What follows belongs to an exercise in optimizing a design on an open flow for small area, a short achievable clock period and few clock cycles; a production flow would make more cautious choices.
Function was checked by simulation only, so behaviour that the tests miss may differ from the original.

<file path="config.mk">
export PLATFORM = sky130hd
export DESIGN_NAME = audit_hash
export DESIGN_NICKNAME = audit_hash
export VERILOG_FILES = /design/flow/design.v
export SDC_FILE = /design/flow/constraint.sdc
export NUM_CORES = 4
export LEC_CHECK = 0
export ABC_CLOCK_PERIOD_IN_PS = 3000
export CAP_MARGIN = 20
export CORE_MARGIN = 2
export CORE_UTILIZATION = 40
export CTS_BUF_LIST = sky130_fd_sc_hd__clkbuf_4 sky130_fd_sc_hd__clkbuf_8
export PLACE_DENSITY = 0.6
export SETUP_SLACK_MARGIN = 5
export SLEW_MARGIN = 20
</file>
<file path="constraint.sdc">
create_clock -name core_clock -period 10.0 [get_ports {clk}]
set_input_delay 2.0000 -clock core_clock [delete_from_list [all_inputs] [get_ports {clk}]]
set_output_delay 2.0000 -clock core_clock [all_outputs]
set_load 0.01 [all_outputs]
</file>
<file path="design.v">
module audit_hash (
    input  wire         clk,
    input  wire         rst,
    input  wire         in_valid,
    output wire         in_ready,
    input  wire [63:0]  in_data,
    output reg          out_valid,
    output wire [255:0] out_hash
);
    localparam [31:0] IV0 = 32'h6a09e667, IV1 = 32'hbb67ae85, IV2 = 32'h3c6ef372, IV3 = 32'ha54ff53a,
                      IV4 = 32'h510e527f, IV5 = 32'h9b05688c, IV6 = 32'h1f83d9ab, IV7 = 32'h5be0cd19;
    reg         st;          
    reg  [6:0]  t;           
    reg         first;       
    reg  [2:0]  wc;          
    reg         hiok;        
    reg  [3:0]  pos;         
    reg         rounds;      
    reg         late;        
    reg         ffw;         
    reg         pe;          
    reg         sw1;         
    reg  [2:0]  m;           
    reg         push_hi;     
    reg         pad;         
    reg  [31:0] a, b, c, d, e, f, g, hk;
    reg  [31:0] w [0:15];
    reg  [31:0] ha [0:3];
    reg  [31:0] he [0:3];
    reg  [63:0] ibuf;
    reg         bfull;
    wire       push_lo = hiok;
    assign in_ready = ~bfull | hiok;
    wire       take = in_ready & in_valid;
    reg [31:0] k_t;
    always @(*) begin
        if (t[6]) k_t = 32'h428a2f98;
        else case (t[5:0])
            6'd0: k_t = 32'h71374491;
            6'd1: k_t = 32'hb5c0fbcf;
            6'd2: k_t = 32'he9b5dba5;
            6'd3: k_t = 32'h3956c25b;
            6'd4: k_t = 32'h59f111f1;
            6'd5: k_t = 32'h923f82a4;
            6'd6: k_t = 32'hab1c5ed5;
            6'd7: k_t = 32'hd807aa98;
            6'd8: k_t = 32'h12835b01;
            6'd9: k_t = 32'h243185be;
            6'd10: k_t = 32'h550c7dc3;
            6'd11: k_t = 32'h72be5d74;
            6'd12: k_t = 32'h80deb1fe;
            6'd13: k_t = 32'h9bdc06a7;
            6'd14: k_t = 32'hc19bf174;
            6'd15: k_t = 32'he49b69c1;
            6'd16: k_t = 32'hefbe4786;
            6'd17: k_t = 32'h0fc19dc6;
            6'd18: k_t = 32'h240ca1cc;
            6'd19: k_t = 32'h2de92c6f;
            6'd20: k_t = 32'h4a7484aa;
            6'd21: k_t = 32'h5cb0a9dc;
            6'd22: k_t = 32'h76f988da;
            6'd23: k_t = 32'h983e5152;
            6'd24: k_t = 32'ha831c66d;
            6'd25: k_t = 32'hb00327c8;
            6'd26: k_t = 32'hbf597fc7;
            6'd27: k_t = 32'hc6e00bf3;
            6'd28: k_t = 32'hd5a79147;
            6'd29: k_t = 32'h06ca6351;
            6'd30: k_t = 32'h14292967;
            6'd31: k_t = 32'h27b70a85;
            6'd32: k_t = 32'h2e1b2138;
            6'd33: k_t = 32'h4d2c6dfc;
            6'd34: k_t = 32'h53380d13;
            6'd35: k_t = 32'h650a7354;
            6'd36: k_t = 32'h766a0abb;
            6'd37: k_t = 32'h81c2c92e;
            6'd38: k_t = 32'h92722c85;
            6'd39: k_t = 32'ha2bfe8a1;
            6'd40: k_t = 32'ha81a664b;
            6'd41: k_t = 32'hc24b8b70;
            6'd42: k_t = 32'hc76c51a3;
            6'd43: k_t = 32'hd192e819;
            6'd44: k_t = 32'hd6990624;
            6'd45: k_t = 32'hf40e3585;
            6'd46: k_t = 32'h106aa070;
            6'd47: k_t = 32'h19a4c116;
            6'd48: k_t = 32'h1e376c08;
            6'd49: k_t = 32'h2748774c;
            6'd50: k_t = 32'h34b0bcb5;
            6'd51: k_t = 32'h391c0cb3;
            6'd52: k_t = 32'h4ed8aa4a;
            6'd53: k_t = 32'h5b9cca4f;
            6'd54: k_t = 32'h682e6ff3;
            6'd55: k_t = 32'h748f82ee;
            6'd56: k_t = 32'h78a5636f;
            6'd57: k_t = 32'h84c87814;
            6'd58: k_t = 32'h8cc70208;
            6'd59: k_t = 32'h90befffa;
            6'd60: k_t = 32'ha4506ceb;
            6'd61: k_t = 32'hbef9a3f7;
            6'd62: k_t = 32'hc67178f2;
            6'd63: k_t = 32'h428a2f98;
            default: k_t = 32'h0;
        endcase
    end
    wire [31:0] s1  = {e[5:0], e[31:6]} ^ {e[10:0], e[31:11]} ^ {e[24:0], e[31:25]};
    wire [31:0] ch  = (e & f) ^ (~e & g);
    wire [31:0] s0  = {a[1:0], a[31:2]} ^ {a[12:0], a[31:13]} ^ {a[21:0], a[31:22]};
    wire [31:0] maj = (a & b) ^ (a & c) ^ (b & c);
    wire [31:0] t1s = hk ^ s1 ^ ch;
    wire [31:0] t1c = {(hk[30:0] & s1[30:0]) | (hk[30:0] & ch[30:0]) | (s1[30:0] & ch[30:0]), 1'b0};
    wire [31:0] es  = t1s ^ t1c ^ d;
    wire [31:0] ec  = {(t1s[30:0] & t1c[30:0]) | (t1s[30:0] & d[30:0]) | (t1c[30:0] & d[30:0]), 1'b0};
    wire [31:0] as1 = t1s ^ t1c ^ s0;
    wire [31:0] ac1 = {(t1s[30:0] & t1c[30:0]) | (t1s[30:0] & s0[30:0]) | (t1c[30:0] & s0[30:0]), 1'b0};
    wire [31:0] as2 = as1 ^ ac1 ^ maj;
    wire [31:0] ac2 = {(as1[30:0] & ac1[30:0]) | (as1[30:0] & maj[30:0]) | (ac1[30:0] & maj[30:0]), 1'b0};
    wire [31:0] a_new = as2 + ac2;
    wire [31:0] e_new = es + ec;
    wire [31:0] ls0 = {w[1][6:0], w[1][31:7]} ^ {w[1][17:0], w[1][31:18]} ^ (w[1] >> 3);
    wire [31:0] ls1 = {w[14][16:0], w[14][31:17]} ^ {w[14][18:0], w[14][31:19]} ^ (w[14] >> 10);
    wire [31:0] w_new = ls1 + w[9] + ls0 + w[0];
    wire [31:0] hk_next = g + (pe ? k_t : 32'd0) + (pe ? w[1] : 32'd0);
    reg  [31:0] iva, ive;        
    reg  [31:0] lda, lde;        
    always @(*) begin
        case (t[1:0])
            2'd0: begin iva = IV3; ive = IV7; end
            2'd1: begin iva = IV2; ive = IV6; end
            2'd2: begin iva = IV1; ive = IV5; end
            default: begin iva = IV0; ive = IV4; end
        endcase
        case (t[1:0])
            2'd1: begin lda = IV0; lde = IV4; end
            2'd0: begin lda = IV1; lde = IV5; end
            2'd3: begin lda = IV2; lde = IV6; end
            default: begin lda = IV3; lde = IV7; end
        endcase
    end
    wire [31:0] opa  = st ? ha[0] : (ffw ? iva : 32'd0);
    wire [31:0] ope  = st ? he[0] : (ffw ? ive : 32'd0);
    wire [31:0] suma = d + opa;
    wire [31:0] sume = hk + ope;
    wire [31:0] hw  = first ? 32'd0 :
                      m[2] ? (m[0] ? he[1] : he[3]) : (m[0] ? ha[1] : ha[3]);
    reg  [1:0]  padk;        
    wire [31:0] padw = {padk[0], 21'd0, padk[1], padk[1], 8'd0};
    wire [31:0] w15 = (rounds & ~late) ? w_new :
                      push_hi ? ibuf[63:32] :
                      push_lo ? ibuf[31:0] :
                      pad     ? padw : w[0];
    assign out_hash = {ha[3], ha[2], ha[1], ha[0], he[3], he[2], he[1], he[0]};
    wire [2:0] wc_next = push_lo ? wc + 3'd1 : wc;
    wire go2 = ~st & t[6] & (t[3:0] == 4'd3) & ~wc[2];             
    wire go1 = st & t[6] & (t[3:0] == 4'd5) & wc_next[2];          
    wire go  = go1 | go2;
    wire       st_n    = go ? ~st : st;
    wire [6:0] t_n     = go ? 7'd0 :
                         {(t[3:0] == 4'd15 && t[6:4] != 3'd5) ? t[6:4] + 3'd1 : t[6:4], t[3:0] + 4'd1};
    wire [3:0] pos_n   = go ? (st ? 4'd12 : 4'd10) : pos + 4'd1;
    wire       bfull_n = take | (bfull & ~push_lo);
    wire       hiok_n  = push_hi;
    wire       late_n  = t_n[6] | (t_n[5] & t_n[4]);
    wire       go2_n   = ~st_n & t_n[6] & (t_n[3:0] == 4'd3) & ~wc_next[2];
    integer i;
    always @(posedge clk) begin
        b <= a; c <= b; d <= c;
        f <= e; g <= f;
        hk <= hk_next;
        if (rounds) begin
            a <= a_new;
            e <= e_new;
        end else if (~st) begin
            a <= suma;
            e <= sume;
        end else begin
            a <= lda;
            e <= lde;
        end
        for (i = 0; i < 15; i = i + 1)
            if (i != 1) w[i] <= w[i + 1];
        w[1]  <= sw1 ? hw : w[2];
        w[15] <= w15;
        for (i = 0; i < 3; i = i + 1) begin
            ha[i] <= ha[i + 1];
            he[i] <= he[i + 1];
        end
        ha[3] <= ffw ? suma : ha[0];
        he[3] <= ffw ? sume : he[0];
        if (take)
            ibuf <= in_data;
        if (rst) begin
            bfull     <= 1'b0;
            st        <= 1'b1;
            t         <= 7'd60;
            pos       <= 4'd6;
            rounds    <= 1'b1;
            late      <= 1'b1;
            ffw       <= 1'b0;
            pe        <= 1'b1;
            sw1       <= 1'b0;
            m         <= 3'd0;
            push_hi   <= 1'b0;
            pad       <= 1'b0;
            padk      <= 2'd0;
            first     <= 1'b1;
            wc        <= 3'd0;
            hiok      <= 1'b0;
            out_valid <= 1'b0;
        end else begin
            hiok      <= hiok_n;
            bfull     <= bfull_n;
            wc        <= wc_next;
            out_valid <= st & (t == 7'd67) & ~first;
            if (~st & (t == 7'd5))
                first <= 1'b0;
            st        <= st_n;
            t         <= t_n;
            pos       <= pos_n;
            rounds    <= ~t_n[6];
            late      <= late_n;
            ffw       <= (t_n[6:2] == 5'b10000);
            pe        <= ~t_n[6] ? (t_n[5:0] != 6'd63) : (st_n ? (t_n[3:0] == 4'd5) : go2_n);
            sw1       <= st_n ? (t_n[6] & (t_n[3:1] == 3'b010)) : (t_n[6:1] < 6'd3);
            m         <= st_n ? {2'b00, t_n[0]} : t_n[2:0] + 3'd2;
            push_hi   <= bfull_n & ~hiok_n & late_n & (wc_next[2] == ~st_n) &
                         (pos_n == {st_n, wc_next[1:0], 1'b0});
            pad       <= ~st_n & late_n & pos_n[3];
            padk      <= {pos_n == 4'd15, pos_n == 4'd8};
        end
    end
endmodule
</file>
<file path="flow/run.sh">
#!/bin/bash
# The standard layout (standard synthesis and ORFS steps unchanged); every
# input and output port still gets its own buffer, but a small buffer cell.
set -euo pipefail
bash standard.sh "BUFFER_PORTS_ARGS=-buffer_cell sky130_fd_sc_hd__buf_1" finish > standard_flow.log 2>&1
</file>
<file path="standard.sh">
#!/bin/bash
# synth_recipe.tcl (not shown) runs the flow's synth.tcl, then flattens the netlist and writes it again
# the make line also repeats each setting of config.mk as NAME=value (left out here)
make -C /OpenROAD-flow-scripts/flow DESIGN_CONFIG=/design/flow/config.mk WORK_HOME=/design/flow/orfs CLKGATE_MAP_FILE= SYNTH_SCRIPT=/design/flow/synth_recipe.tcl "${@:-finish}"
</file>
==> results_dict.tcl, run 1 <==
set metrics [dict create \
    outcome "timing/DRC/antenna clean" \
    cts_tree "done" \
    syn-cell-area_um2 49440 \
    seq_area_frac_synth_pct 47.82 \
    clk_pin_slew_worst_paths_ns 0.07 \
    critical_path.startpoint "w[14][27]$_DFF_P_" \
    worstMarginPinSlew_ns 1.144 \
    required_ns 10.79 \
    routed_via_density 5.398 \
    clock_path_buffers 3 \
    syn_to_final_growth_pct 16.14 \
    vias 37200 \
    die_h_um 355.6 \
    drtIter0Drc 3988 \
    grt_pass1_wl_mm 251.8 \
    grt_use_met1_pct 38.25 \
    grt_busiest_layer "met2" \
    syn_avg_cell_area_um2 10.53 \
    worstSetupEndpoint "w[15][30]$_DFF_P_" \
    maxCapViolCount 0 \
    postRouteAntennaNets 0 \
    syn_inst 4694 \
    synth.top_cell.area_share_pct 43.94 \
    async_flop_share_pct 0 \
    r2r_start "w[14][27]$_DFF_P_" \
    core_area_um2 122200 \
    grt_start_max_net_pins 67 \
    port_buffers 324 \
    gp_congestion 0.9761 \
    slew_violations 0 \
    syn_nets 5201 \
    tns_ns 0 \
    hold_class "reg2reg" \
    max_freq_ghz 0.2014 \
    slew_headroom_pct 23.62 \
    ctsHoldBuffers 0 \
    rrSetupSlack_ns 5.03 \
    use_met2_pct 41.63 \
    cp.arrival_ns 5.75 \
    grt-ovfl-total 0 \
    dp_cells 6523 \
    drive_gt1_share_pct 12.05 \
    synth_top_family_by_area "adder cells" \
    dpl.hpwl_mm 135.1 \
    wirelength_mm 176.8 \
    nNetsFinal 5613 \
    layout_common_cells "dfxtp_1, inv_1, buf_1, xnor2_1, a21oi_1" \
    period_share_pct 49.66 \
    final.setup_skew_ns 0.06202 \
    synth_cell_types 76 \
    r2r_cells 17 \
    hold_slack_ns 0.2831 \
    root_buffer "clkbuf_8" \
    stdcell_count 6890 \
    synth_flop_cell "dfxtp_1" \
    yosys.area.top_type "dfxtp_1" \
    r2r-end "w[15][30]$_DFF_P_" \
    synthMuxAreaShare_pct 3.604 \
    ioPinCount 325 \
    clock_sinks 1149 \
    use_met3_pct 5.076 \
    antenna_found_initial 15 \
    fillCellCount 11400 \
    setup_viol 0 \
    dieArea_um2 126400 \
    rsz0062_at_grt "true" \
    clkLatencyLatePin_ns 0.93 \
    grt_pass1_vias 36350 \
    initial_utilization_pct 40.46 \
    die_w_um 355.6 \
    synth_compound_area_share_pct 13.67 \
    drc_errors 0 \
    final_common_cell "dfxtp_1" \
    yosys.area_share.simple_pct 7.314 \
    drt_pre_antenna_iters 6 \
    synth_top_cells_by_area "dfxtp_1, fa_1, ha_1, xnor2_1, edfxtp_1" \
    ys_warn_count 4 \
    htree_levels 4 \
    gr-usage-all-layers_pct 27.52 \
    hold_violations 0 \
    cts_buffers 182 \
    critPathCaptureType "register" \
    path_class "reg2reg" \
    min_period_ns 4.966 \
    synth_edf_count 64 \
    synth_xor_area_share_pct 7.618 \
    start_kind "register" \
    synthAdderAreaFrac_pct 15.09 \
    routedWlPerCell_um 25.66 \
    critPathMaxFanout 7 \
    hold_depth 0 \
    row_count 128 \
    ys_ff_latch 1149 \
]
## per-layer routing
layer	up-vias	share of wire, %
li1	16780	-
met1	18180	43
met2	1871	43
met3	362	8.5
met4	4	4.6
met5	-	0.016
## Yosys cell counts, types with 86 or more instances
library cell / count
dfxtp_1: 1085
a21oi_1: 311
o21ai_0: 284
clkbuf_1: 138
fa_1: 219
a21o_1: 86
nor2_1: 209
inv_1: 461
nand2_1: 267
ha_1: 221
xor2_1: 123
xnor2_1: 307
## kinds of logic (layout without fill, tap and decap cells)
kind of cell / count (synthesis) / in the layout
compound gates: 1090 / 1090
xor+xnor: 430 / 430
fa+ha+maj: 471 / 471
buf+inv: 642 / 1210
flops: 1149 / 1149
mux: 130 / 130
other cells: 0 / 3
simple gates: 782 / 782
## sequential cells by signal, summed over array words and instances, names as in the netlist, 2 cells and up, named ones only
name	flops
a	32
b	32
c	32
d	32
e	32
f	32
g	32
ha	128
he	128
hk	32
ibuf	64
padk	2
pos	4
t	7
w	512
wc	3
## worst min path at each step
stage / start / to / slack (ns)
final: w[5][27]$_DFF_P_ / w[4][27]$_DFF_P_ / 0.28
after detailed placement: w[11][17]$_DFF_P_ / w[10][17]$_DFF_P_ / 0.31
after floorplan: w[11][0]$_DFF_P_ / w[10][0]$_DFF_P_ / 0.31
after CTS: w[4][29]$_DFF_P_ / w[3][29]$_DFF_P_ / 0.29
after global placement: w[3][0]$_DFF_P_ / w[2][0]$_DFF_P_ / 0.31
after global routing: w[5][27]$_DFF_P_ / w[4][27]$_DFF_P_ / 0.30
## stage by stage
step | setup slack, ns | cell area (um2) | utilization [%]
floorplan | 5.179 | 49440 | -
global placement | 3.785 | 52480 | 42.95
detailed placement | 3.936 | 52480 | 42.95
CTS | 5.012 | 56980 | 46.63
global route | 4.912 | 57410 | 46.98
finish | 5.034 | 57420 | 46.99
## area by class of cell
cell class,instances,area [um2],share of cell area [%]
Antenna cell,3,7.507,0.01308
Clock buffer,263,3307,5.760
Clock inverter,77,892.1,1.554
Inverter,466,1750,3.049
Multi-Input combinational cell,2903,23750,41.37
Sequential cell,1149,23730,41.34
Tap cell,1625,2033,3.541
Timing Repair Buffer,404,1942,3.382
## critical path, cell delays in order (launching register included)
cell      delay [ns]
dfxtp_1         0.59
xnor2_1         0.15
xnor2_1         0.40
fa_1            0.50
inv_1           0.08
fa_1            0.42
inv_1           0.08
ha_1            0.30
and3_1          0.25
a221oi_1        0.26
o21bai_1        0.10
o21ai_0         0.46
a32oi_2         0.30
a211oi_1        0.31
o21bai_1        0.14
o31a_1          0.26
mux2i_1         0.15
o211ai_1        0.10
## repair_timing
| action | 4_1_cts | 5_1_grt |
|---|---|---|
| setup buffers | 10 | 14 |
| pin swaps | 7 | 24 |
| resized for setup | 70 | 82 |
| endpoints found under the hold margin | 0 | 0 |
| setup endpoints to repair | 116 | 46 |
Testbench counts, summed over its fixed seeds: cycles 106,048.
==> inputs of run 2 (changes only) <==
--- a/design.v
+++ b/design.v
@@ -21,6 +21,9 @@
     reg         pe;          
     reg         sw1;         
     reg  [2:0]  m;           
+    reg         byp;         
+    reg         ivld;        
+    reg         dmask;       
     reg         push_hi;     
     reg         pad;         
     reg  [31:0] a, b, c, d, e, f, g, hk;
@@ -131,18 +134,16 @@
             default: begin iva = IV0; ive = IV4; end
         endcase
         case (t[1:0])
-            2'd1: begin lda = IV0; lde = IV4; end
-            2'd0: begin lda = IV1; lde = IV5; end
-            2'd3: begin lda = IV2; lde = IV6; end
+            2'd0: begin lda = IV0; lde = IV4; end
+            2'd3: begin lda = IV1; lde = IV5; end
+            2'd2: begin lda = IV2; lde = IV6; end
             default: begin lda = IV3; lde = IV7; end
         endcase
     end
-    wire [31:0] opa  = st ? ha[0] : (ffw ? iva : 32'd0);
-    wire [31:0] ope  = st ? he[0] : (ffw ? ive : 32'd0);
-    wire [31:0] suma = d + opa;
-    wire [31:0] sume = hk + ope;
-    wire [31:0] hw  = first ? 32'd0 :
-                      m[2] ? (m[0] ? he[1] : he[3]) : (m[0] ? ha[1] : ha[3]);
+    wire [31:0] suma = (d & {32{~dmask}}) + ha[0];
+    wire [31:0] sume = (hk & {32{~dmask}}) + he[0];
+    wire [31:0] hw  = first ? 32'd0 : byp ? suma :
+                      m[2] ? (m[0] ? he[2] : he[0]) : (m[0] ? ha[2] : ha[0]);
     reg  [1:0]  padk;        
     wire [31:0] padw = {padk[0], 21'd0, padk[1], padk[1], 8'd0};
     wire [31:0] w15 = (rounds & ~late) ? w_new :
@@ -152,12 +153,12 @@
     assign out_hash = {ha[3], ha[2], ha[1], ha[0], he[3], he[2], he[1], he[0]};
     wire [2:0] wc_next = push_lo ? wc + 3'd1 : wc;
     wire go2 = ~st & t[6] & (t[3:0] == 4'd3) & ~wc[2];             
-    wire go1 = st & t[6] & (t[3:0] == 4'd5) & wc_next[2];          
+    wire go1 = st & t[6] & (t[3:0] == 4'd4) & wc_next[2];          
     wire go  = go1 | go2;
     wire       st_n    = go ? ~st : st;
     wire [6:0] t_n     = go ? 7'd0 :
                          {(t[3:0] == 4'd15 && t[6:4] != 3'd5) ? t[6:4] + 3'd1 : t[6:4], t[3:0] + 4'd1};
-    wire [3:0] pos_n   = go ? (st ? 4'd12 : 4'd10) : pos + 4'd1;
+    wire [3:0] pos_n   = go ? (st ? 4'd12 : 4'd11) : pos + 4'd1;
     wire       bfull_n = take | (bfull & ~push_lo);
     wire       hiok_n  = push_hi;
     wire       late_n  = t_n[6] | (t_n[5] & t_n[4]);
@@ -185,21 +186,24 @@
             ha[i] <= ha[i + 1];
             he[i] <= he[i + 1];
         end
-        ha[3] <= ffw ? suma : ha[0];
-        he[3] <= ffw ? sume : he[0];
+        ha[3] <= ffw ? suma : ivld ? iva : ha[0];
+        he[3] <= ffw ? sume : ivld ? ive : he[0];
         if (take)
             ibuf <= in_data;
         if (rst) begin
             bfull     <= 1'b0;
             st        <= 1'b1;
             t         <= 7'd60;
-            pos       <= 4'd6;
+            pos       <= 4'd7;
             rounds    <= 1'b1;
             late      <= 1'b1;
             ffw       <= 1'b0;
             pe        <= 1'b1;
             sw1       <= 1'b0;
             m         <= 3'd0;
+            byp       <= 1'b0;
+            ivld      <= 1'b0;
+            dmask     <= 1'b0;
             push_hi   <= 1'b0;
             pad       <= 1'b0;
             padk      <= 2'd0;
@@ -220,9 +224,12 @@
             rounds    <= ~t_n[6];
             late      <= late_n;
             ffw       <= (t_n[6:2] == 5'b10000);
-            pe        <= ~t_n[6] ? (t_n[5:0] != 6'd63) : (st_n ? (t_n[3:0] == 4'd5) : go2_n);
-            sw1       <= st_n ? (t_n[6] & (t_n[3:1] == 3'b010)) : (t_n[6:1] < 6'd3);
-            m         <= st_n ? {2'b00, t_n[0]} : t_n[2:0] + 3'd2;
+            pe        <= ~t_n[6] ? (t_n[5:0] != 6'd63) : (st_n ? (t_n[3:0] == 4'd4) : go2_n);
+            sw1       <= st_n ? (t_n[6] & ((t_n[3:0] == 4'd3) | (t_n[3:0] == 4'd4))) : (t_n[6:1] < 6'd3);
+            m         <= st_n ? {2'b00, t_n[2]} : t_n[2:0] + 3'd2;
+            byp       <= st_n & (t_n == 7'd67);
+            ivld      <= ~st_n & ~t_n[6] & (t_n[5:3] != 3'd0);
+            dmask     <= ~st_n & t_n[6] & (t_n[5:2] != 4'd0);
             push_hi   <= bfull_n & ~hiok_n & late_n & (wc_next[2] == ~st_n) &
                          (pos_n == {st_n, wc_next[1:0], 1'b0});
             pad       <= ~st_n & late_n & pos_n[3];
==> config.mk (replaced) <==
export PLATFORM = sky130hd
export DESIGN_NAME = audit_hash
export DESIGN_NICKNAME = audit_hash
export VERILOG_FILES = /design/flow/design.v
export SDC_FILE = /design/flow/constraint.sdc
export NUM_CORES = 4
export LEC_CHECK = 0
export ABC_AREA = 1
export CAP_MARGIN = 20
export CORE_MARGIN = 2
export CORE_UTILIZATION = 40
export PLACE_DENSITY = 0.6
export SETUP_SLACK_MARGIN = 5
export SLEW_MARGIN = 20
==> run 2 against run 1 <==
  * Wire length rose by 27%
  * Flip-flop and latch count grew 4
  * Register-to-register slack better by 0.12 ns
  * Clock skew rose by 0.016 ns
  * Hold slack improved by 0.013 ns
  * Synthesized cell count grew 34%
  * Critical path depth rose by 4
  * Worst setup slack improved by 0.12 ns
  * Still clean on timing, DRC and antenna
  * Count of clock-buffer cells in the layout down 116
==> results_dict.tcl, run 2 <==
set metrics [dict create \
    synth.top_cell.area_share_pct 40.90 \
    syn-cell-area_um2 53310 \
    die_h_um 369.1 \
    ys_warn_count 4 \
    vias 44740 \
    htree_levels 3 \
    required_ns 10.63 \
    max_freq_ghz 0.2066 \
    initial_utilization_pct 40.45 \
    grt_pass1_wl_mm 315.0 \
    routed_via_density 5.285 \
    critPathMaxFanout 5 \
    syn_nets 6796 \
    cp.arrival_ns 5.47 \
    reg.largest.list "w (512), ha (128), he (128)" \
    final_common_cell "nand2_1" \
    yosysMostFrequentCell "nand2_1" \
    synth_cell_types 60 \
    postRouteAntennaNets 0 \
    drt_pre_antenna_iters 5 \
    async_flop_share_pct 0 \
    row_count 133 \
    largest_reg_flops 512 \
    core_area_um2 131800 \
    rsz0062_at_grt "false" \
    critPathCaptureType "register" \
    port_buffers 324 \
    utilization_pct 45.81 \
    slew_violations 0 \
    wl_met2_mm 101.3 \
    outcome "timing/DRC/antenna clean" \
    hold_violations 0 \
    routedWlPerCell_um 26.58 \
    ys_ff_latch 1153 \
    setup_viol 0 \
    rrSetupSlack_ns 5.16 \
    seq_area_frac_synth_pct 44.50 \
    drtIter0Drc 4838 \
    fillCellCount 13180 \
    yosys.area.top_type "dfxtp_1" \
    path_class "reg2reg" \
    nNetsFinal 7118 \
    root_buffer "clkbuf_16" \
    r2r_cells 21 \
    drive_gt1_share_pct 4.858 \
    tns_ns 0 \
    clock_sinks 1153 \
    hold_class "reg2reg" \
    period_share_pct 48.41 \
    dpl.hpwl_mm 181.9 \
    max_flop_register "w" \
    wl_met3_mm 14.42 \
    synth_top_cells_by_area "dfxtp_1, nand2_1, fa_1, inv_1, ha_1" \
    ioPinCount 325 \
    cts_buffers 113 \
    grt_pass1_vias 43710 \
    r2r_start "e[1]$_DFF_P_" \
    r2r-end "a[31]$_DFF_P_" \
    grt_start_max_net_pins 76 \
    synth_edf_count 64 \
    dieArea_um2 136200 \
    drt-met1-wl_mm 95.40 \
    cts_tree "done" \
    start_kind "register" \
    worstSetupEndpoint "a[31]$_DFF_P_" \
    die_w_um 369.1 \
    worstMarginPinSlew_ns 1.217 \
    synth_flop_cell "dfxtp_1" \
    gp_congestion 1.013 \
    drc_errors 0 \
    gr-usage-all-layers_pct 32.41 \
    syn_to_final_growth_pct 13.25 \
    critical_path.startpoint "e[1]$_DFF_P_" \
    syn_inst 6290 \
    clk_pin_slew_worst_paths_ns 0.07 \
    grt-ovfl-total 0 \
    clkLatencyLatePin_ns 0.80 \
    syn_avg_cell_area_um2 8.475 \
    min_period_ns 4.841 \
    final.setup_skew_ns 0.07779 \
    clock_path_buffers 3 \
    topRoutingLayerUsed "met5" \
    wirelength_mm 225.1 \
    antenna_found_initial 16 \
    synthTopCellsByCount "nand2_1, dfxtp_1, inv_1" \
    maxCapViolCount 0 \
    layout_common_cells "nand2_1, dfxtp_1, inv_1, nor2_1, nand3_1" \
    slew_headroom_pct 18.30 \
]
## run 2: changes by cell type in the layout (fill, tap and decap cells not counted), sizes merged, moves of 40 or more
cell,change
a21o,-70
and2,-56
buf,-45
clkbuf,-118
inv,+377
mux2i,-40
nand2,+1082
nand3,+406
nor2,+346
o22ai,-52
xnor2,-143
## run 2: cell families (layout without fill, tap and decap cells)
logic type	Yosys count	after routing	share of synthesized area (%)
AND/OR/NAND/NOR	2499	2499	19.66
flip-flops	1153	1153	44.50
buffers and inverters	992	1412	7.224
AO/OA/AOI/OAI	829	829	8.811
adder cells (fa/ha/maj)	469	469	13.95
XOR/XNOR	317	317	5.208
multiplexers	31	31	0.6478
other	0	1	0
## run 2: final cells by class
class                      count  area [um2]  area share, %
sequential                  1153       23730          39.30
inverter                     842        3161          5.235
clock inverter                66       862.1          1.428
timing repair buffer         357        1464          2.425
clock buffer                 147        3198          5.297
multi-input combinational   4145       25760          42.67
tap                         1755        2196          3.637
antenna                        1       2.502       0.004145
## run 2: metal layers
layer / global-route usage [%] / vias up
met5: 0 / -
met4: 17.39 / 4
met3: 4.202 / 419
met2: 51.47 / 1960
met1: 42.94 / 21570
li1: - / 20790
## run 2: per-stage QoR
stage | cell area (um2) | cells | hold WS, ns | worst slack, ns
2_1_floorplan | 53310 | 6290 | 0.3096 | 5.788
3_3_place_gp | 56300 | 8250 | 0.3098 | 4.462
3_5_place_dp | 56300 | 8250 | 0.3121 | 4.381
4_1_cts | 60360 | 8463 | 0.2744 | 5.112
5_1_grt | 60370 | 8465 | 0.2960 | 5.003
6_report | 60370 | 8466 | 0.2964 | 5.159
## run 2: critical path: stages (launching register included)
cell and delay [ns]:
dfxtp_1 0.59, mux2_2 0.40, fa_1 0.51, inv_1 0.11
fa_1 0.52, fa_1 0.40, inv_1 0.06, ha_1 0.24
inv_1 0.09, fa_1 0.53, nor2_1 0.14, nor2_1 0.08
o21ai_1 0.28, nand2_1 0.10, nand2_1 0.19, nand2_1 0.07
nand2_1 0.13, inv_1 0.06, nand2_1 0.06, nand2_1 0.04
nand2_1 0.05, nand2_1 0.07
## run 2: worst min path at each step
stage	from	to	slack (ns)	depth (start not counted)
final	f[10]$_DFF_P_	g[10]$_DFF_P_	0.30	0
after global routing	f[10]$_DFF_P_	g[10]$_DFF_P_	0.30	0
after CTS	f[10]$_DFF_P_	g[10]$_DFF_P_	0.27	0
after detailed placement	w[11][18]$_DFF_P_	w[10][18]$_DFF_P_	0.31	0
after global placement	w[8][2]$_DFF_P_	w[7][2]$_DFF_P_	0.31	0
after floorplan	w[11][0]$_DFF_P_	w[10][0]$_DFF_P_	0.31	0
## run 2: repair_timing
action / CTS / global route
gates resized for setup: 0 / 3
hold buffers: 0 / 0
endpoints found under the setup margin: 0 / 7
setup buffers: 0 / 2
Testbench counts of run 2, summed over its fixed seeds: cycles 105,408.
==> inputs of run 3 (changes only) <==
--- a/config.mk
+++ b/config.mk
@@ -5,10 +5,11 @@
 export SDC_FILE = /design/flow/constraint.sdc
 export NUM_CORES = 4
 export LEC_CHECK = 0
-export ABC_AREA = 1
 export CAP_MARGIN = 20
 export CORE_MARGIN = 2
 export CORE_UTILIZATION = 40
+export CTS_CLUSTER_DIAMETER = 90
+export CTS_CLUSTER_SIZE = 16
 export PLACE_DENSITY = 0.6
 export SETUP_SLACK_MARGIN = 5
 export SLEW_MARGIN = 20
==> run 3 against run 2 <==
  * Still clean on timing, DRC and antenna
  * Worst setup slack worse by 0.17 ns
  * Area after synthesis is 6.0% lower
  * Core utilization is 0.50 points lower
  * Global-route usage is 4.3 points lower
  * First-iteration DRC count is 16% lower
  * Fmax is 3.3% lower
  * Highest routed layer unchanged
==> results_dict.tcl, run 3 <==
set metrics [dict create \
    yosysMostFrequentCell "dfxtp_1" \
    ctsHoldBuffers 0 \
    port_buffers 324 \
    drc_errors 0 \
    die_w_um 358.0 \
    min_period_ns 5.008 \
    die_h_um 358.0 \
    slew_violations 0 \
    reg.largest.list "w (512), ha (128), he (128)" \
    ys_ff_latch 1153 \
    final.setup_skew_ns 0.08038 \
    cts_tree "done" \
    grt_start_max_net_pins 88 \
    grt-ovfl-total 0 \
    dpl.hpwl_mm 141.4 \
    path_common_cell "o21ai_0" \
    max_freq_ghz 0.1997 \
    stdcell_count 6752 \
    clock_path_buffers 3 \
    worstMarginPinSlew_ns 1.004 \
    core_area_um2 124000 \
    ys_warn_count 4 \
    outcome "timing/DRC/antenna clean" \
    wirelength_mm 183.1 \
    dp_cells 6619 \
    finalWorstSetupSlack_ns 4.992 \
    r2r-end "e[31]$_DFF_P_" \
    cts_buffers 86 \
    path_class "reg2reg" \
    grt_pass1_vias 35800 \
    clk_pin_slew_worst_paths_ns 0.07 \
    clkLatencyLatePin_ns 0.76 \
    dieArea_um2 128100 \
    routed_via_density 5.493 \
    htree_levels 3 \
    maxCapViolCount 0 \
    synthTopCellsByCount "dfxtp_1, inv_1, o21ai_0" \
    vias 37090 \
    critPathMaxFanout 53 \
    start_kind "register" \
    hold_class "reg2reg" \
    initial_utilization_pct 40.43 \
    setup_viol 0 \
    slew_headroom_pct 32.46 \
    critPathCaptureType "register" \
    syn_avg_cell_area_um2 10.46 \
    postRouteAntennaNets 0 \
    r2r_start "dmask$_SDFF_PP0_" \
    gr-usage-all-layers_pct 28.15 \
    root_buffer "clkbuf_16" \
    clock_sinks 1153 \
    gp_congestion 0.9680 \
    synth_cell_types 98 \
    nNetsFinal 5591 \
    row_count 129 \
    yosys.area.top_type "dfxtp_1" \
    largest_reg_flops 512 \
    async_flop_share_pct 0 \
    dp_slack_ns 4.282 \
    syn-cell-area_um2 50120 \
    cp.arrival_ns 5.53 \
    hold_end "w[7][1]$_DFF_P_" \
    min_from "w[8][1]$_DFF_P_" \
    drive_gt1_share_pct 7.613 \
    layout_common_cells "dfxtp_1, inv_1, buf_1, nand2_1, o21ai_0" \
    max_flop_register "w" \
    antenna_found_initial 12 \
    syn_inst 4791 \
    synth.top_cell.area_share_pct 43.50 \
    critPathSlowestCell "a31oi_1" \
    drt_pre_antenna_iters 6 \
    worstPathCellList "buf_4 > nor2b_1 > ha_1 > a21o_1 > a21oi_1 > o21ai_0 > a31oi_1 > o221ai_1 > a21oi_1 > a2bb2oi_1 > xnor2_1 > o21ai_0 > o21ai_0" \
    syn_nets 5297 \
    hold_depth 0 \
    grt_pass1_wl_mm 258.1 \
    syn_to_final_growth_pct 12.07 \
    routedWlPerCell_um 27.12 \
    final_common_cell "dfxtp_1" \
    rsz0062_at_grt "false" \
    seq_area_frac_synth_pct 47.33 \
    synth_edf_count 64 \
    required_ns 10.53 \
    drtIter0Drc 4055 \
    synth_flop_cell "dfxtp_1" \
    ioPinCount 325 \
    tns_ns 0 \
    period_share_pct 50.08 \
    r2r_cells 13 \
    hold_violations 0 \
    rrSetupSlack_ns 4.99 \
    slowest_delay_ns 0.65 \
    synth_top_cells_by_area "dfxtp_1, fa_1, ha_1, xnor2_1, edfxtp_1" \
]
[run 3: cell type report]
type	instances	area, um2
antenna	5	12.51
clock buffer	96	2211
clock inverter	17	304.0
fill	11760	67790
inverter	404	1524
multi-input combinational	3041	24490
sequential	1153	23800
tap	1637	2048
timing repair buffer	399	1780
[run 3: worst max-delay path: cells and delay by family (launching register included)]
kind | cells | cell delay (ns)
compound gates | 9 | 2.66
fa+ha+maj | 1 | 0.48
flops | 1 | 0.49
simple gates | 1 | 0.32
buf+inv | 1 | 0.62
xor+xnor | 1 | 0.18
[run 3: per-stage QoR]
| step | hold slack [ns] | cell area [um2] | utilization, % |
|---|---|---|---|
| final | 0.2738 | 56170 | 45.31 |
| after global routing | 0.2816 | 56160 | 45.30 |
| after CTS | 0.2791 | 55710 | 44.94 |
| after detailed placement | 0.3121 | 53120 | 42.85 |
| after global placement | 0.3095 | 53110 | 42.84 |
| after floorplan | 0.3096 | 50120 | - |
[run 3: worst max-delay path by stage]
stage / start / endpoint / slack (ns) / cells after the start
2_1_floorplan: e[1]$_DFF_P_ / a[29]$_DFF_P_ / 5.41 / 19
3_3_place_gp: rst / register / 4.32 / 10
3_5_place_dp: rst / register / 4.28 / 12
4_1_cts: e[1]$_DFF_P_ / a[29]$_DFF_P_ / 4.91 / 19
5_1_grt: e[2]$_DFF_P_ / e[30]$_DFF_P_ / 4.91 / 16
6_report: dmask$_SDFF_PP0_ / e[31]$_DFF_P_ / 4.99 / 13
[run 3: cells by family after synthesis]
group                      count (synthesis)  share of synthesized area (%)
AOI/OAI and AO/OA                       1142                          14.52
xor gates and xnor gates                 426                          7.445
adders and majority gates                470                          14.86
buffers and inverters                    597                          4.529
DFF                                     1153                          47.33
muxes                                    106                          2.988
and+or+nand+nor                          897                          8.321
[run 3: layer usage]
layer | vias to the layer above | share of wire [%] | GRT usage [%] | wire [um]
li1 | 16840 | - | - | -
met1 | 18200 | 43 | 38.16 | 77820
met2 | 1667 | 45 | 43.92 | 81940
met3 | 371 | 7.3 | 4.402 | 13320
met4 | 4 | 5.5 | 13.60 | 9995
met5 | - | 0.015 | 0 | 27
[run 3: repair_timing]
| action | CTS | global route |
|---|---|---|
| setup buffers | 1 | 14 |
| pin swaps | 2 | 26 |
| endpoints found under the setup margin | 27 | 56 |
| gates resized for setup | 17 | 95 |
==> inputs of run 4 (changes only) <==
--- a/config.mk
+++ b/config.mk
@@ -8,8 +8,8 @@
 export CAP_MARGIN = 20
 export CORE_MARGIN = 2
 export CORE_UTILIZATION = 40
-export CTS_CLUSTER_DIAMETER = 90
-export CTS_CLUSTER_SIZE = 16
+export CTS_CLUSTER_DIAMETER = 110
+export CTS_CLUSTER_SIZE = 22
 export PLACE_DENSITY = 0.6
 export SETUP_SLACK_MARGIN = 5
 export SLEW_MARGIN = 20
==> run 4 against run 3 <==
  * Largest cell class unchanged
  * Highest routed layer unchanged
  * First-iteration DRC count decreased by 7.1%
  * Critical path depth increased by 3
  * Worst setup slack improved by 0.055 ns
  * Count of clock-buffer cells in the layout decreased by 28
  * Die area unchanged
==> results_dict.tcl, run 4 <==
set metrics [dict create \
    slew_headroom_pct 32.18 \
    yosys.area.top_type "dfxtp_1" \
    final.setup_skew_ns 0.06027 \
    outcome "timing/DRC/antenna clean" \
    dp_slack_ns 4.282 \
    drc_errors 0 \
    path_common_cell "fa_1" \
    cp.arrival_ns 5.49 \
    reg.largest.list "w (512), ha (128), he (128)" \
    cts_tree "done" \
    port_buffers 324 \
    worstMarginPinSlew_ns 1.007 \
    antenna_found_initial 13 \
    gp_congestion 0.9680 \
    core_area_um2 124000 \
    final_cell_area_um2 55410 \
    synthTopCellsByCount "dfxtp_1, inv_1, o21ai_0" \
    syn_nets 5297 \
    htree_levels 2 \
    wirelength_mm 182.3 \
    final_common_cell "dfxtp_1" \
    max_flop_register "w" \
    start_kind "register" \
    ioPinCount 325 \
    ys_ff_latch 1153 \
    clock_path_buffers 3 \
    cts_buffers 60 \
    synth_flop_cell "dfxtp_1" \
    synth.top_cell.area_share_pct 43.50 \
    max_freq_ghz 0.2019 \
    layout_common_cells "dfxtp_1, inv_1, buf_1, nand2_1, o21ai_0" \
    clk_pin_slew_worst_paths_ns 0.10 \
    synth_top_cells_by_area "dfxtp_1, fa_1, ha_1, xnor2_1, edfxtp_1" \
    yosysMostFrequentCell "dfxtp_1" \
    syn_avg_cell_area_um2 10.46 \
    critPathMaxFanout 4 \
    synth_edf_count 64 \
    utilization_pct 44.70 \
    routedWlPerCell_um 27.13 \
    grt_start_max_net_pins 88 \
    setup_viol 0 \
    drive_gt1_share_pct 7.129 \
    nNetsFinal 5568 \
    hold_class "reg2reg" \
    min_period_ns 4.952 \
    required_ns 10.54 \
    vias 36800 \
    die_h_um 358.0 \
    root_buffer "clkbuf_16" \
    initial_utilization_pct 40.43 \
    grt_pass1_wl_mm 256.7 \
    maxCapViolCount 0 \
    clock_sinks 1153 \
    syn_inst 4791 \
    worstPathCellList "mux2_2 > fa_1 > inv_1 > fa_1 > inv_2 > ha_1 > a21oi_2 > o22ai_2 > o41a_1 > o221a_1 > a311o_1 > o211ai_2 > a21oi_4 > a221oi_2 > xor2_1 > o21ai_1" \
    finalWorstSetupSlack_ns 5.048 \
    critPathCaptureType "register" \
    largest_reg_flops 512 \
    drt_pre_antenna_iters 6 \
    gr-usage-all-layers_pct 27.92 \
    syn-cell-area_um2 50120 \
    critPathSlowestCell "fa_1" \
    slowest_delay_ns 0.51 \
    dieArea_um2 128100 \
    drtIter0Drc 3767 \
    hold_violations 0 \
    die_w_um 358.0 \
    seq_area_frac_synth_pct 47.33 \
    routed_via_density 5.479 \
    placed_cell_area_um2 53120 \
    clkLatencyLatePin_ns 0.74 \
    syn_to_final_growth_pct 10.55 \
    path_class "reg2reg" \
    slew_violations 0 \
    dpl.hpwl_mm 141.4 \
    period_share_pct 49.52 \
    tns_ns 0 \
    rsz0062_at_grt "true" \
    grt_pass1_vias 35540 \
    synth_cell_types 98 \
    postRouteAntennaNets 0 \
    row_count 129 \
    async_flop_share_pct 0 \
    grt-ovfl-total 0 \
    ys_warn_count 4 \
]
run 4: cell counts after synthesis:
No cell type changed its count.
run 4: cell families (layout without fill, tap and decap cells):
family	count (synthesis)	after routing	share of synthesized area (%)
mux	106	106	2.988
fa+ha+maj	470	470	14.86
compound gates	1142	1142	14.52
xor+xnor	426	426	7.445
other cells	0	2	0
simple gates	897	897	8.321
flops	1153	1153	47.33
buf+inv	597	884	4.529
run 4: per-stage QoR:
| stage | hold slack [ns] | cells |
|---|---|---|
| after CTS | 0.3130 | 6698 |
| after global placement | 0.3095 | 6619 |
| after floorplan | 0.3096 | 4791 |
| final | 0.3071 | 6717 |
| after detailed placement | 0.3121 | 6619 |
| after global routing | 0.3200 | 6715 |
run 4: critical path: cells and delay by family, from the launching register on:
kind / cells / cell delay, ns
AO/OA/AOI/OAI: 9 / 2.47
XOR/XNOR: 1 / 0.21
adder cells (fa/ha/maj): 3 / 1.29
buffers and inverters: 2 / 0.12
flip-flops: 1 / 0.36
multiplexers: 1 / 0.34
run 4: routing by layer:
layer / track usage [%] / vias up / share of wire, %
li1: - / 16810 / -
met1: 38.03 / 18000 / 43
met2: 43.81 / 1617 / 44
met3: 3.802 / 364 / 7.2
met4: 13.41 / 8 / 5.5
met5: 0 / - / 0.027
run 4: area by class of cell:
class | count | area [um2]
Antenna cell | 2 | 5.005
Fill cell | 11840 | 68550
Clock inverter | 10 | 183.9
Multi-Input combinational cell | 3041 | 24480
Sequential cell | 1153 | 23820
Tap cell | 1637 | 2048
Inverter | 404 | 1524
Timing Repair Buffer | 402 | 1815
Clock buffer | 68 | 1531
run 4: what timing repair did:
action,in CTS,in global routing
hold buffers,0,0
gates resized for setup,14,105
gates cloned,0,0
setup buffers,1,17
pin swaps,1,27
endpoints found under the setup margin,24,57
run 4: final timing paths:
kind	cells past startpoint	endpoint	start	slack, ns
worst max-delay path	16	e[30]$_DFF_P_	e[2]$_DFF_P_	5.05
worst min-delay path	0	w[4][4]$_DFF_P_	w[5][4]$_DFF_P_	0.31
worst max register to register	16	e[30]$_DFF_P_	e[2]$_DFF_P_	5.05
worst min register to register	0	w[4][4]$_DFF_P_	w[5][4]$_DFF_P_	0.31
==> inputs of run 5 (changes only) <==
==> flow/run.sh (replaced) <==
#!/bin/bash
set -euo pipefail
bash standard.sh "BUFFER_PORTS_ARGS=-buffer_cell sky130_fd_sc_hd__buf_1" SETUP_SLACK_MARGIN=5.8 finish > standard_flow.log 2>&1
--- a/config.mk
+++ b/config.mk
@@ -8,8 +8,5 @@
 export CAP_MARGIN = 20
 export CORE_MARGIN = 2
 export CORE_UTILIZATION = 40
-export CTS_CLUSTER_DIAMETER = 110
-export CTS_CLUSTER_SIZE = 22
 export PLACE_DENSITY = 0.6
-export SETUP_SLACK_MARGIN = 5
 export SLEW_MARGIN = 20
==> run 5 against run 4 <==
  * Core utilization increased by 4.0 points
  * Synthesized cell count unchanged
  * Critical path type unchanged
  * Non-clock buffer count increased by 92
  * Count of clock-buffer cells in the layout increased by 81
  * Fmax increased by 3.9%
  * Still clean
  * Clock skew increased by 0.011 ns
  * Area after synthesis unchanged
==> results_dict.tcl, run 5 <==
set metrics [dict create \
    required_ns 10.58 \
    dp_slack_ns 4.088 \
    initial_utilization_pct 40.43 \
    setup_viol 0 \
    critPathMaxFanout 4 \
    slew_violations 0 \
    rrSetupSlack_ns 5.23 \
    root_buffer "clkbuf_16" \
    fillCellCount 11320 \
    seq_area_frac_synth_pct 47.33 \
    critPathCaptureType "register" \
    cts_buffers 115 \
    antenna_found_initial 11 \
    gp_congestion 1.016 \
    clock_path_buffers 3 \
    clock_sinks 1153 \
    drt_pre_antenna_iters 5 \
    postRouteAntennaNets 0 \
    wirelength_mm 185.1 \
    worstSetupEndpoint "a[29]$_DFF_P_" \
    slew_headroom_pct 24.62 \
    synth_cell_types 98 \
    dp_cells 6621 \
    drive_gt1_share_pct 15.02 \
    grt_pass1_wl_mm 258.3 \
    multi_input_area_um2 25980 \
    rsz0062_at_grt "true" \
    die_h_um 358.0 \
    synth_flop_cell "dfxtp_1" \
    vias 38010 \
    tns_ns 0 \
    stdcell_count 6947 \
    dieArea_um2 128100 \
    gr-usage-all-layers_pct 28.07 \
    async_flop_share_pct 0 \
    drc_errors 0 \
    synth_top_cells_by_area "dfxtp_1, fa_1, ha_1, xnor2_1, edfxtp_1" \
    htree_levels 3 \
    ys_warn_count 4 \
    path_class "reg2reg" \
    nNetsFinal 5716 \
    r2r_cells 17 \
    critical_path.startpoint "e[13]$_DFF_P_" \
    largest_reg_flops 512 \
    period_share_pct 47.69 \
    layout_common_cells "dfxtp_1, inv_1, buf_1, nand2_1, o21ai_0" \
    ff_latch_area_um2 23910 \
    reg.largest.list "w (512), ha (128), he (128)" \
    row_count 129 \
    min_period_ns 4.769 \
    utilization_pct 48.72 \
    drtIter0Drc 4201 \
    r2r_start "e[13]$_DFF_P_" \
    syn_avg_cell_area_um2 10.46 \
    grt_pass1_vias 36390 \
    worstMarginPinSlew_ns 1.123 \
    routed_via_density 5.471 \
    hold_violations 0 \
    max_freq_ghz 0.2097 \
    synth_edf_count 64 \
    syn-cell-area_um2 50120 \
    synth.top_cell.area_share_pct 43.50 \
    syn_inst 4791 \
    syn_to_final_growth_pct 20.49 \
    core_area_um2 124000 \
    maxCapViolCount 0 \
    hold_class "reg2reg" \
    max_flop_register "w" \
    ioPinCount 325 \
    r2r-end "a[29]$_DFF_P_" \
    syn_nets 5297 \
    dpl.hpwl_mm 139.3 \
    clkLatencyLatePin_ns 0.76 \
    die_w_um 358.0 \
    final_common_cell "dfxtp_1" \
    final.setup_skew_ns 0.07147 \
    synthTopCellsByCount "dfxtp_1, inv_1, o21ai_0" \
    cp.arrival_ns 5.35 \
    finalWorstSetupSlack_ns 5.231 \
    start_kind "register" \
    yosys.area.top_type "dfxtp_1" \
    port_buffers 324 \
    yosysMostFrequentCell "dfxtp_1" \
    cts_tree "done" \
    clk_pin_slew_worst_paths_ns 0.07 \
    ys_ff_latch 1153 \
    grt-ovfl-total 0 \
    outcome "timing/DRC/antenna clean" \
    routedWlPerCell_um 26.64 \
    grt_start_max_net_pins 83 \
]
==> run 5: worst min-delay path by stage <==
stage | from | end | slack (ns) | cells after the start
global route | w[12][8]$_DFF_P_ | w[11][8]$_DFF_P_ | 0.33 | 0
finish | w[7][5]$_DFF_P_ | w[6][5]$_DFF_P_ | 0.32 | 0
detailed placement | w[15][20]$_DFF_P_ | w[14][20]$_DFF_P_ | 0.31 | 0
CTS | w[7][5]$_DFF_P_ | w[6][5]$_DFF_P_ | 0.32 | 0
global placement | w[7][24]$_DFF_P_ | w[6][24]$_DFF_P_ | 0.31 | 0
floorplan | w[15][18]$_DFF_P_ | w[14][18]$_DFF_P_ | 0.31 | 0
==> run 5: layout make-up <==
class | count | area share, %
diodes | 5 | 0.02072
repair buffers | 494 | 4.519
inverters | 404 | 2.538
clock buffers | 149 | 5.424
well taps | 1637 | 3.392
multi-input cells | 3042 | 43.03
clock inverters | 63 | 1.481
flip-flops and latches | 1153 | 39.59
==> run 5: critical path, cell delays in order (launching register included) <==
cell and delay, ns:
dfxtp_4 0.40, mux2_2 0.36, fa_1 0.48, inv_1 0.16, fa_1 0.44, inv_1 0.08, fa_1 0.45, ha_4 0.27
a21o_1 0.16, a21o_1 0.18, a21o_1 0.22, a32o_2 0.28, a31o_4 0.25, o211ai_1 0.31, a21boi_2 0.11, o21ai_2 0.15
mux2i_1 0.21, a221oi_1 0.10
==> run 5: logic make-up (layout without fill, tap and decap cells) <==
| kind of cell | Yosys count | in the layout | synth area share, % |
|---|---|---|---|
| simple gates | 897 | 898 | 8.321 |
| compound gates | 1142 | 1142 | 14.52 |
| buf+inv | 597 | 1110 | 4.529 |
| mux | 106 | 106 | 2.988 |
| fa+ha+maj | 470 | 470 | 14.86 |
| other cells | 0 | 5 | 0 |
| flops | 1153 | 1153 | 47.33 |
| xor+xnor | 426 | 426 | 7.445 |
==> run 5: metal layers <==
| layer | vias to the layer above | share of wire, % | GRT usage (%) |
|---|---|---|---|
| li1 | 17200 | - | - |
| met4 | 0 | 6.6 | 15.50 |
| met1 | 18560 | 41 | 37.62 |
| met2 | 1818 | 44 | 42.79 |
| met3 | 426 | 8.4 | 5.186 |
| met5 | - | 0 | 0 |
==> run 5: repair_timing <==
item / 4_1_cts / 5_1_grt
setup buffers: 55 / 52
pin swaps: 106 / 132
hold buffers: 0 / 0
cloned: 1 / 1
gates resized for setup: 281 / 174
setup endpoints to repair: 117 / 91
==> run 5: metrics by stage <==
step	cell area [um2]	hold WS, ns
6_report	60390	0.3165
5_1_grt	60380	0.3291
4_1_cts	59120	0.3183
3_5_place_dp	53320	0.3120
3_3_place_gp	53320	0.3097
2_1_floorplan	50350	0.3095
==> inputs of run 6 (changes only) <==
--- a/design.v
+++ b/design.v
@@ -18,12 +18,10 @@
     reg         rounds;      
     reg         late;        
     reg         ffw;         
-    reg         pe;          
     reg         sw1;         
     reg  [2:0]  m;           
     reg         byp;         
     reg         ivld;        
-    reg         dmask;       
     reg         push_hi;     
     reg         pad;         
     reg  [31:0] a, b, c, d, e, f, g, hk;
@@ -123,25 +121,25 @@
     wire [31:0] ls0 = {w[1][6:0], w[1][31:7]} ^ {w[1][17:0], w[1][31:18]} ^ (w[1] >> 3);
     wire [31:0] ls1 = {w[14][16:0], w[14][31:17]} ^ {w[14][18:0], w[14][31:19]} ^ (w[14] >> 10);
     wire [31:0] w_new = ls1 + w[9] + ls0 + w[0];
-    wire [31:0] hk_next = g + (pe ? k_t : 32'd0) + (pe ? w[1] : 32'd0);
+    wire [31:0] hk_next = g + k_t + w[1];
     reg  [31:0] iva, ive;        
     reg  [31:0] lda, lde;        
     always @(*) begin
         case (t[1:0])
-            2'd0: begin iva = IV3; ive = IV7; end
-            2'd1: begin iva = IV2; ive = IV6; end
-            2'd2: begin iva = IV1; ive = IV5; end
+            2'd3: begin iva = IV3; ive = IV7; end
+            2'd0: begin iva = IV2; ive = IV6; end
+            2'd1: begin iva = IV1; ive = IV5; end
             default: begin iva = IV0; ive = IV4; end
         endcase
         case (t[1:0])
-            2'd0: begin lda = IV0; lde = IV4; end
-            2'd3: begin lda = IV1; lde = IV5; end
-            2'd2: begin lda = IV2; lde = IV6; end
-            default: begin lda = IV3; lde = IV7; end
+            2'd0: begin lda = IV3; lde = IV7; end
+            2'd1: begin lda = IV2; lde = IV6; end
+            2'd2: begin lda = IV1; lde = IV5; end
+            default: begin lda = IV0; lde = IV4; end
         endcase
     end
-    wire [31:0] suma = (d & {32{~dmask}}) + ha[0];
-    wire [31:0] sume = (hk & {32{~dmask}}) + he[0];
+    wire [31:0] suma = c + ha[0];
+    wire [31:0] sume = g + he[0];
     wire [31:0] hw  = first ? 32'd0 : byp ? suma :
                       m[2] ? (m[0] ? he[2] : he[0]) : (m[0] ? ha[2] : ha[0]);
     reg  [1:0]  padk;        
@@ -153,16 +151,15 @@
     assign out_hash = {ha[3], ha[2], ha[1], ha[0], he[3], he[2], he[1], he[0]};
     wire [2:0] wc_next = push_lo ? wc + 3'd1 : wc;
     wire go2 = ~st & t[6] & (t[3:0] == 4'd3) & ~wc[2];             
-    wire go1 = st & t[6] & (t[3:0] == 4'd4) & wc_next[2];          
+    wire go1 = st & t[6] & (t[3:0] == 4'd3) & wc_next[2];          
     wire go  = go1 | go2;
     wire       st_n    = go ? ~st : st;
     wire [6:0] t_n     = go ? 7'd0 :
                          {(t[3:0] == 4'd15 && t[6:4] != 3'd5) ? t[6:4] + 3'd1 : t[6:4], t[3:0] + 4'd1};
-    wire [3:0] pos_n   = go ? (st ? 4'd12 : 4'd11) : pos + 4'd1;
+    wire [3:0] pos_n   = go ? 4'd12 : pos + 4'd1;
     wire       bfull_n = take | (bfull & ~push_lo);
     wire       hiok_n  = push_hi;
     wire       late_n  = t_n[6] | (t_n[5] & t_n[4]);
-    wire       go2_n   = ~st_n & t_n[6] & (t_n[3:0] == 4'd3) & ~wc_next[2];
     integer i;
     always @(posedge clk) begin
         b <= a; c <= b; d <= c;
@@ -172,8 +169,8 @@
             a <= a_new;
             e <= e_new;
         end else if (~st) begin
-            a <= suma;
-            e <= sume;
+            a <= ha[3];
+            e <= he[3];
         end else begin
             a <= lda;
             e <= lde;
@@ -193,17 +190,15 @@
         if (rst) begin
             bfull     <= 1'b0;
             st        <= 1'b1;
-            t         <= 7'd60;
-            pos       <= 4'd7;
+            t         <= 7'd58;
+            pos       <= 4'd6;
             rounds    <= 1'b1;
             late      <= 1'b1;
             ffw       <= 1'b0;
-            pe        <= 1'b1;
             sw1       <= 1'b0;
             m         <= 3'd0;
             byp       <= 1'b0;
             ivld      <= 1'b0;
-            dmask     <= 1'b0;
             push_hi   <= 1'b0;
             pad       <= 1'b0;
             padk      <= 2'd0;
@@ -215,7 +210,7 @@
             hiok      <= hiok_n;
             bfull     <= bfull_n;
             wc        <= wc_next;
-            out_valid <= st & (t == 7'd67) & ~first;
+            out_valid <= st & (t == 7'd66) & ~first;
             if (~st & (t == 7'd5))
                 first <= 1'b0;
             st        <= st_n;
@@ -223,13 +218,11 @@
             pos       <= pos_n;
             rounds    <= ~t_n[6];
             late      <= late_n;
-            ffw       <= (t_n[6:2] == 5'b10000);
-            pe        <= ~t_n[6] ? (t_n[5:0] != 6'd63) : (st_n ? (t_n[3:0] == 4'd4) : go2_n);
-            sw1       <= st_n ? (t_n[6] & ((t_n[3:0] == 4'd3) | (t_n[3:0] == 4'd4))) : (t_n[6:1] < 6'd3);
-            m         <= st_n ? {2'b00, t_n[2]} : t_n[2:0] + 3'd2;
-            byp       <= st_n & (t_n == 7'd67);
-            ivld      <= ~st_n & ~t_n[6] & (t_n[5:3] != 3'd0);
-            dmask     <= ~st_n & t_n[6] & (t_n[5:2] != 4'd0);
+            ffw       <= (t_n >= 7'd63) & (t_n <= 7'd66);
+            sw1       <= st_n ? (t_n[6] & (t_n[3:1] == 3'b001)) : (t_n[6:1] < 6'd3);
+            m         <= st_n ? {2'b00, t_n[0]} : t_n[2:0] + 3'd2;
+            byp       <= st_n & (t_n == 7'd66);
+            ivld      <= ~st_n & (t_n >= 7'd8) & (t_n <= 7'd62);
             push_hi   <= bfull_n & ~hiok_n & late_n & (wc_next[2] == ~st_n) &
                          (pos_n == {st_n, wc_next[1:0], 1'b0});
             pad       <= ~st_n & late_n & pos_n[3];
==> flow/run.sh (replaced) <==
#!/bin/bash
# The standard layout (standard synthesis and ORFS steps unchanged); every
# input and output port still gets its own buffer, but a small buffer cell.
set -euo pipefail
bash standard.sh "BUFFER_PORTS_ARGS=-buffer_cell sky130_fd_sc_hd__buf_1" finish > standard_flow.log 2>&1
--- a/config.mk
+++ b/config.mk
@@ -8,5 +8,8 @@
 export CAP_MARGIN = 20
 export CORE_MARGIN = 2
 export CORE_UTILIZATION = 40
+export CTS_CLUSTER_DIAMETER = 110
+export CTS_CLUSTER_SIZE = 22
 export PLACE_DENSITY = 0.6
+export SETUP_SLACK_MARGIN = 5
 export SLEW_MARGIN = 20
==> run 6 against run 5 <==
  * Core utilization fell by 4.4 points
  * Die area fell by 0.34%
  * Cell count fell by 3.4%
  * Worst setup slack got worse by 0.21 ns
  * Area after synthesis fell by 0.34%
==> results_dict.tcl, run 6 <==
set metrics [dict create \
    max_freq_ghz 0.2007 \
    path_class "reg2reg" \
    postRouteAntennaNets 0 \
    die_w_um 357.4 \
    antenna_found_initial 17 \
    wirelength_mm 183.4 \
    root_buffer "clkbuf_16" \
    dieArea_um2 127700 \
    clkLatencyLatePin_ns 0.74 \
    synth_flop_cell "dfxtp_1" \
    layout_common_cells "dfxtp_1, inv_1, buf_1, a21oi_1, xnor2_1" \
    htree_levels 2 \
    period_share_pct 49.82 \
    core_area_um2 123800 \
    largest_reg_flops 512 \
    routedWlPerCell_um 27.31 \
    slew_headroom_pct 24.68 \
    rrSetupSlack_ns 5.02 \
    yosysMostFrequentCell "dfxtp_1" \
    ctsHoldBuffers 0 \
    grt_start_max_net_pins 70 \
    required_ns 10.60 \
    async_flop_share_pct 0 \
    yosys.area.top_type "dfxtp_1" \
    ys_ff_latch 1150 \
    initial_utilization_pct 40.34 \
    r2r-end "a[15]$_DFF_P_" \
    drc_errors 0 \
    maxCapViolCount 0 \
    hold_depth 0 \
    dpl.hpwl_mm 143.1 \
    synth_top_cells_by_area "dfxtp_1, fa_1, ha_1, xnor2_1, edfxtp_1" \
    min_period_ns 4.982 \
    syn_to_final_growth_pct 9.950 \
    clk_pin_slew_worst_paths_ns 0.10 \
    grt_pass1_vias 35230 \
    ioPinCount 325 \
    outcome "timing/DRC/antenna clean" \
    syn_nets 5304 \
    min_from "ha[1][6]$_DFF_P_" \
    worstMarginPinSlew_ns 1.124 \
    final.setup_skew_ns 0.06356 \
    fillCellCount 11920 \
    gp_congestion 1.000 \
    vias 37180 \
    max_flop_register "w" \
    cp.arrival_ns 5.58 \
    die_h_um 357.4 \
    syn_inst 4794 \
    grt-ovfl-total 0 \
    routed_via_density 5.538 \
    cts_tree "done" \
    setup_viol 0 \
    synthTopCellsByCount "dfxtp_1, inv_1, a21oi_1" \
    reg.largest.list "w (512), ha (128), he (128)" \
    drive_gt1_share_pct 5.834 \
    port_buffers 324 \
    ys_warn_count 4 \
    synth_cell_types 95 \
    syn_avg_cell_area_um2 10.42 \
    final_common_cell "dfxtp_1" \
    drt_pre_antenna_iters 6 \
    clock_sinks 1150 \
    clock_path_buffers 3 \
    tns_ns 0 \
    synth.top_cell.area_share_pct 43.53 \
    hold_violations 0 \
    gr-usage-all-layers_pct 28.16 \
    grt_pass1_wl_mm 257.1 \
    cts_buffers 60 \
    hold_class "reg2reg" \
    synth_edf_count 64 \
    syn-cell-area_um2 49950 \
    slew_violations 0 \
    rsz0062_at_grt "true" \
    seq_area_frac_synth_pct 47.38 \
    hold_end "ha[0][6]$_DFF_P_" \
    r2r_start "e[29]$_DFF_P_" \
    r2r_cells 17 \
    critPathMaxFanout 5 \
    drtIter0Drc 3811 \
    row_count 129 \
    critPathCaptureType "register" \
    nNetsFinal 5568 \
    start_kind "register" \
]
run 6: cell count changes in the layout (fill, tap and decap cells not counted), moves of 29 or more:
cell       delta
a21oi_1      +53
and2_1       -43
buf_4        -70
buf_6        -29
clkbuf_16    -61
dfxtp_4      -35
ha_1         +43
inv_1        +74
o21ai_0      +31
o22ai_1      -33
xnor2_1      +56
run 6: worst max path at each step:
stage          slack (ns)  depth (start not counted)       startpoint                end
6_report             5.02                         17    e[29]$_DFF_P_      a[15]$_DFF_P_
5_1_grt              4.83                         18    e[15]$_DFF_P_      a[15]$_DFF_P_
4_1_cts              5.01                         16  w[1][6]$_DFF_P_  w[15][30]$_DFF_P_
3_5_place_dp         4.34                          9              rst           register
3_3_place_gp         4.28                          9              rst           register
2_1_floorplan        5.58                         16    e[18]$_DFF_P_      a[26]$_DFF_P_
run 6: repair_timing:
action,in CTS,in global routing
setup endpoints to repair,30,48
resized for setup,28,45
buffers inserted,4,5
pin swaps,5,9
run 6: layer usage:
metal  track usage, %  vias to the layer above  part of all wire (%)
li1                 -                    16850                     -
met1            38.17                    18300                    43
met2            44.97                     1681                    45
met3            3.714                      346                   7.1
met4            12.47                        2                   5.0
met5                0                        -                0.0071
run 6: area by class of cell:
class	count	area, um2	share of cell area, %
multi-input cells	3007	24060	43.80
flip-flops and latches	1150	23730	43.20
well taps	1637	2048	3.730
inverters	454	1704	3.103
repair buffers	385	1675	3.051
clock buffers	68	1531	2.789
clock inverters	10	167.7	0.3053
diodes	3	7.507	0.01367
run 6: critical path, cell delays in order (launching register included):
cell and delay, ns:
dfxtp_1 0.61, xnor2_2 0.17, fa_1 0.55, inv_1 0.09, fa_1 0.48, inv_1 0.05
fa_1 0.44, ha_1 0.39, o21ai_0 0.31, a21oi_4 0.07, o41a_1 0.42, buf_4 0.18
o21a_1 0.19, o21ai_1 0.17, a21oi_1 0.11, o21a_1 0.20, o2111a_1 0.23, nor3_1 0.22
run 6: cells by family (layout without fill, tap and decap cells):
| family | Yosys count | in the layout | share of synthesized area [%] |
|---|---|---|---|
| AO/OA/AOI/OAI | 1160 | 1160 | 14.64 |
| XOR/XNOR | 410 | 410 | 7.190 |
| adder cells (fa/ha/maj) | 474 | 474 | 15.01 |
| buffers and inverters | 637 | 917 | 4.862 |
| flip-flops | 1150 | 1150 | 47.38 |
| multiplexers | 87 | 87 | 2.610 |
| other | 0 | 3 | 0 |
| AND/OR/NAND/NOR | 876 | 876 | 8.307 |
run 6: metrics by stage:
step | cell area [um2] | instances | hold slack, ns | util, % | worst slack [ns]
after detailed placement | 52910 | 6624 | 0.3121 | 42.74 | 4.339
after floorplan | 49950 | 4794 | 0.3096 | - | 5.578
after global placement | 52910 | 6624 | 0.3096 | 42.74 | 4.276
final | 54920 | 6714 | 0.3070 | 44.36 | 5.018
after CTS | 54730 | 6706 | 0.3161 | 44.21 | 5.006
after global routing | 54910 | 6711 | 0.3159 | 44.35 | 4.832
Testbench counts of run 6, summed over its fixed seeds: cycles 104,520.

-- separate check: timing with driven ports --
In the flow no input, the clock included, has a driving cell. The finished layouts below were timed again as built, in two steps. Step 1 assumes that a clkbuf_16 drives the clock port and a buf_2 every other input. Step 2 moves the port delays by t, midway between the first and last clock arrival at a register: inputs arrive t later, outputs are due t later. That takes back most of the time a late clock gives input paths. a / b / c = ideal ports / drivers / drivers and shift; a / b = the first two.
run | t (ns) | setup slack, ns | worst setup path at the end | clock arrival spread, ns | cell pins on the clock port's net
run 1 | 0.973 | 5.034 / 5.034 / 4.793 | input to register | 0.064 / 0.064 | 1
run 2 | 0.838 | 5.159 / 5.159 / 4.474 | input to register | 0.078 / 0.078 | 1
run 3 | 0.794 | 4.992 / 4.992 / 4.509 | input to register | 0.082 / 0.083 | 1
run 4 | 0.790 | 5.048 / 5.048 / 4.546 | input to register | 0.061 / 0.060 | 1
run 5 | 0.803 | 5.231 / 5.231 / 5.231 | register to register | 0.072 / 0.072 | 1
run 6 | 0.785 | 5.018 / 5.018 / 4.892 | input to register | 0.066 / 0.066 | 1
After both steps setup and hold are still met in every run listed. For run 2, which loses most, drivers alone change the setup slack by 0.000 ns; drivers and shift together by -0.685 ns.
